What follows belongs to an exercise in optimizing a design on an open flow for small area, a short achievable clock period and few clock cycles per item; a production flow would make more cautious choices. Function was checked by simulation only, so behaviour that the tests miss may differ from the original. Power and IR drop assume default switching activity.

run A:
==> flow/design.v (excerpt) <==
module vfix_unit #(
    parameter LANES = 4
) (
    input  wire                  clk,
    input  wire                  rst,
    input  wire                  in_valid,
    output wire                  in_ready,
    input  wire [2:0]            in_func,
    input  wire                  in_type,
    input  wire [1:0]            in_rnd,
    input  wire                  in_zero,
    input  wire [LANES-1:0]      in_pred,
    input  wire [16*LANES-1:0]   in_a,
    input  wire [16*LANES-1:0]   in_b,
    input  wire [16*LANES-1:0]   in_c,
    input  wire [16*LANES-1:0]   in_d,
    output reg                   out_valid,
    output reg  [16*LANES-1:0]   out_d,
    output reg                   out_sat
);
Size in the first run: ~340 I/O pins.
clock: 25.0 ns
lec_check: 0
abc_area: 1
cap_margin: 0
core_margin: 2
core_utilization: 65
cts_cluster_diameter: 80
cts_cluster_size: 25
slew_margin: 0
synth_hierarchical: 1
standard.sh (not shown) runs the stock make flow with config.mk's settings and CLKGATE_MAP_FILE= SYNTH_SCRIPT=/design/flow/synth_recipe.tcl, a recipe that flattens the netlist after the stock synthesis.
==> flow/flow/run.sh <==
#!/bin/bash
# Synthesis: the standard synthesis script (synth_recipe.tcl), except that
# ABC maps the lane modules with a delay target (flow/abc_lane.script), so
# that it recovers area there instead of mapping for the least delay; the
# top module gets its own (flow/abc_top.script). Then the standard layout
# steps, with buf_1 cells as the port buffers; the layout's timing repair
# aims at a setup slack of MARGIN ns (the clock period and constraints are
# unchanged) on the worst endpoints, and may resize cells across
# footprints.
set -euo pipefail
MARGIN=19
W=$PWD
cat > $W/own_synth.tcl <<EOC
proc abc {args} {
  set i [lsearch \$args -script]
  set lane_args \$args
  lset lane_args [expr {\$i + 1}] $W/flow/abc_lane.script
  yosys abc {*}\$lane_args vfix_lane vfix_fa vfix_xor2 vfix_xnor2
  set top_args \$args
  lset top_args [expr {\$i + 1}] $W/flow/abc_top.script
  yosys abc {*}\$top_args vfix_unit
}
source $W/synth_recipe.tcl
EOC
bash standard.sh SYNTH_SCRIPT=$W/own_synth.tcl synth > synth.log 2>&1
bash standard.sh SYNTH_SCRIPT=$W/own_synth.tcl "BUFFER_PORTS_ARGS=-buffer_cell sky130_fd_sc_hd__buf_1" \
    SETUP_SLACK_MARGIN=$MARGIN TNS_END_PERCENT=5 MATCH_CELL_FOOTPRINT=0 finish > layout.log 2>&1
==> flow/flow/abc_lane.script <==
strash
dch
map -B 0.9 -D 2500
topo
stime -c
buffer -c
upsize -c -D 2500
dnsize -c -D 2500
==> flow/flow/abc_top.script <==
strash
dch
map -B 0.9 -D 1500
topo
stime -c
buffer -c
upsize -c -D 1500
dnsize -c -D 1500
Run A ended with every stage complete and zero timing, DRC or antenna violations.
Testbench counts of run A, summed over its fixed seeds: cycles 16,024, items 16,000.
Relative to run A, the following input files were edited for run B:
diff --git a/flow/flow/run.sh b/flow/flow/run.sh
--- a/flow/flow/run.sh
+++ b/flow/flow/run.sh
@@ -4,5 +4,5 @@
 # that it recovers area there instead of mapping for the least delay; the
 # top module gets its own (flow/abc_top.script). Then the standard layout
-# steps, with buf_1 cells as the port buffers; the layout's timing repair
+# steps, with buf_2 cells as the port buffers; the layout's timing repair
 # aims at a setup slack of MARGIN ns (the clock period and constraints are
 # unchanged) on the worst endpoints, and may resize cells across
@@ -24,4 +24,4 @@
 EOC
 bash standard.sh SYNTH_SCRIPT=$W/own_synth.tcl synth > synth.log 2>&1
-bash standard.sh SYNTH_SCRIPT=$W/own_synth.tcl "BUFFER_PORTS_ARGS=-buffer_cell sky130_fd_sc_hd__buf_1" \
-    SETUP_SLACK_MARGIN=$MARGIN TNS_END_PERCENT=5 MATCH_CELL_FOOTPRINT=0 finish > layout.log 2>&1
+bash standard.sh SYNTH_SCRIPT=$W/own_synth.tcl "BUFFER_PORTS_ARGS=-buffer_cell sky130_fd_sc_hd__buf_2" \
+    SETUP_SLACK_MARGIN=$MARGIN TNS_END_PERCENT=5 MATCH_CELL_FOOTPRINT=0 SKIP_GATE_CLONING=1 finish > layout.log 2>&1
==> flow/flow/abc_lane.script <==
strash
dch
map -B 0.9 -D 2000
topo
stime -c
buffer -c
upsize -c -D 2000
dnsize -c -D 2000
[summary]
Synthesized netlist cell count is higher on run B
Taking run A as the reference, in run B worst clock skew on the final layout shows a reduction of 6.8 ps; final critical-path share of the clock period essentially unchanged; clock transition at the register clock pins on the worst setup and hold paths after CTS closely matched the old numbers.
The run with more routed wire is run B, not run A.
Looking at switching power of the nets across run B and run A, the one that comes out higher is run B.
Of run B and run A, run B shows the higher cell area after placement, with run A below it.
The share of the synthesized area in compound gates (AO/OA/AOI/OAI) was comparable across run B and run A.
Re peak supply drop: run B and run A aren't equal, and the higher value belongs to run A.
## Diff of input files: run C against run B
diff --git a/flow/flow/run.sh b/flow/flow/run.sh
--- a/flow/flow/run.sh
+++ b/flow/flow/run.sh
@@ -9,5 +9,5 @@
 # footprints.
 set -euo pipefail
-MARGIN=19
+MARGIN=19.2
 W=$PWD
 cat > $W/own_synth.tcl <<EOC
@@ -25,3 +25,3 @@
 bash standard.sh SYNTH_SCRIPT=$W/own_synth.tcl synth > synth.log 2>&1
 bash standard.sh SYNTH_SCRIPT=$W/own_synth.tcl "BUFFER_PORTS_ARGS=-buffer_cell sky130_fd_sc_hd__buf_2" \
-    SETUP_SLACK_MARGIN=$MARGIN TNS_END_PERCENT=5 MATCH_CELL_FOOTPRINT=0 SKIP_GATE_CLONING=1 finish > layout.log 2>&1
+    SETUP_SLACK_MARGIN=$MARGIN TNS_END_PERCENT=5 MATCH_CELL_FOOTPRINT=0 finish > layout.log 2>&1
==> flow/flow/abc_lane.script <==
strash
dch
map -B 0.9 -D 2500
topo
stime -c
buffer -c
upsize -c -D 2500
dnsize -c -D 2500
### Flow results
- In the flow results for run C and run B, the power is smaller on run B.
- [diff] final-layout worst hold slack, run C relative to run B: improvement
- The area of the die of run C and that of run B are within noise of each other.
- The standard cells in run C occupy more silicon area than those in run B do.
Changes in run D relative to run C:
==> flow/flow/run.sh <==
#!/bin/bash
# Synthesis: the standard synthesis script (synth_recipe.tcl), with ABC's
# technology mapping given a delay target (flow/abc_map.script) so that it
# recovers area instead of mapping for the least delay. Then the standard
# layout steps, with buf_2 cells as the port buffers; the layout's timing
# repair aims at a setup slack of MARGIN ns (the clock period and
# constraints are unchanged) on the worst endpoints, and may resize cells
# across footprints.
set -euo pipefail
MARGIN=19
W=$PWD
cat > $W/own_synth.tcl <<EOC
proc abc {args} {
  set i [lsearch \$args -script]
  if {\$i >= 0} { lset args [expr {\$i + 1}] $W/flow/abc_map.script }
  yosys abc {*}\$args
}
source $W/synth_recipe.tcl
EOC
bash standard.sh SYNTH_SCRIPT=$W/own_synth.tcl synth > synth.log 2>&1
bash standard.sh SYNTH_SCRIPT=$W/own_synth.tcl "BUFFER_PORTS_ARGS=-buffer_cell sky130_fd_sc_hd__buf_2" \
    SETUP_SLACK_MARGIN=$MARGIN TNS_END_PERCENT=5 MATCH_CELL_FOOTPRINT=0 finish > layout.log 2>&1
==> flow/flow/abc_map.script (new file) <==
strash
dch
map -B 0.9 -D 4000
topo
stime -c
buffer -c
upsize -c -D 4000
dnsize -c -D 4000
removed: flow/flow/abc_lane.script
removed: flow/flow/abc_top.script
## What came out
Across run C and run D, none had a timing, DRC or antenna violation. Diff run C -> run D: compound-gate portion of the synthesized area has increased, via count has decreased, core outline area has decreased, final worst setup slack has decreased, arrival time of data at the critical path endpoint has increased. Type of the worst setup path: reg2out -> run C, in2reg -> run D. Full die area improves in run D relative to run C.
Setup changes, run D to run E
==> flow/flow/run.sh <==
#!/bin/bash
# Synthesis: the standard synthesis script (synth_recipe.tcl), except that
# ABC maps the lane modules with a delay target (flow/abc_lane.script), so
# that it recovers area there instead of mapping for the least delay; the
# top module gets its own (flow/abc_top.script). Then the standard layout
# steps, with buf_2 cells as the port buffers; the layout's timing repair
# aims at a setup slack of MARGIN ns (the clock period and constraints are
# unchanged) on the worst endpoints, and may resize cells across
# footprints.
set -euo pipefail
MARGIN=19
W=$PWD
cat > $W/own_synth.tcl <<EOC
proc abc {args} {
  set i [lsearch \$args -script]
  set lane_args \$args
  lset lane_args [expr {\$i + 1}] $W/flow/abc_lane.script
  yosys abc {*}\$lane_args vfix_lane vfix_fa vfix_xor2 vfix_xnor2
  set top_args \$args
  lset top_args [expr {\$i + 1}] $W/flow/abc_top.script
  yosys abc {*}\$top_args vfix_unit
}
source $W/synth_recipe.tcl
EOC
bash standard.sh SYNTH_SCRIPT=$W/own_synth.tcl synth > synth.log 2>&1
bash standard.sh SYNTH_SCRIPT=$W/own_synth.tcl "BUFFER_PORTS_ARGS=-buffer_cell sky130_fd_sc_hd__buf_2" \
    SETUP_SLACK_MARGIN=$MARGIN TNS_END_PERCENT=5 MATCH_CELL_FOOTPRINT=0 finish > layout.log 2>&1
==> flow/flow/abc_lane.script (new file) <==
strash
dch
map -B 0.9 -D 2500
topo
stime -c
buffer -c
upsize -c -D 2500
dnsize -c -D 2500
==> flow/flow/abc_top.script (new file) <==
strash
dch
map -B 0.9 -D 1200
topo
stime -c
buffer -c
upsize -c -D 1200
dnsize -c -D 1200
removed: flow/flow/abc_map.script
==> results.txt <==
Run E: all stages complete, timing, DRC and antenna checks passed. Changes observed in run E relative to run D: global-route usage roughly the same, number of standard cells in the layout, taps in and fillers out higher, proportion of cell area spent on the clock network higher. The sum of met3 wire segment lengths after detailed routing of run E falls short of that of run D by about 0.35%. Of run D and run E, run D shows the lower length of the first detailed-routing pass in iterations, with run E above it. NOTE post-synthesis instance area run D->run E increased by a few percent. On starting density of the core, run D and run E are basically level. Taking run D as the reference, in run E sequential share of layout area shows an increase of 0.22 points, clock group share of total power shows an increase of 0.8 points. From run D to run E the numbers moved as follows: post-route cell area decreased about 1.9%, ratio of routed vias to standard cells fell by 3.2%.

port drivers added, routing unchanged:
The flow's constraints put no driver on any port. The routed layouts listed below were extracted and timed again, unchanged, in two steps.
Step 1, drivers: a clkbuf_16 drives clk and a buf_2 each remaining input, both assumed.
Step 2 also shifts input and output timing later by t, the mid clock arrival at the registers, as if the neighbouring blocks saw the same clock.
Three values: no drivers, after step 1, after step 2; two values: the first two.
run	shift t [ns]	setup slack, ns	worst setup path at the end	worst register clock-pin slew, ns	worst data-port slew with drivers (ns)
run A	0.667	18.881 / 18.808 / 18.226	input to register	0.11 / 0.11	0.16
run B	0.675	18.892 / 18.826 / 18.250	input to register	0.11 / 0.11	0.17
run C	0.689	18.879 / 18.807 / 18.203	input to register	0.10 / 0.10	0.14
run D	0.665	18.646 / 18.547 / 17.882	input to register	0.10 / 0.10	0.18
run E	0.675	18.882 / 18.810 / 18.250	input to register	0.11 / 0.11	0.14
After both steps every run listed still meets setup and hold. For run D, which loses most, drivers alone change the setup slack by -0.099 ns; drivers and shift together by -0.764 ns.
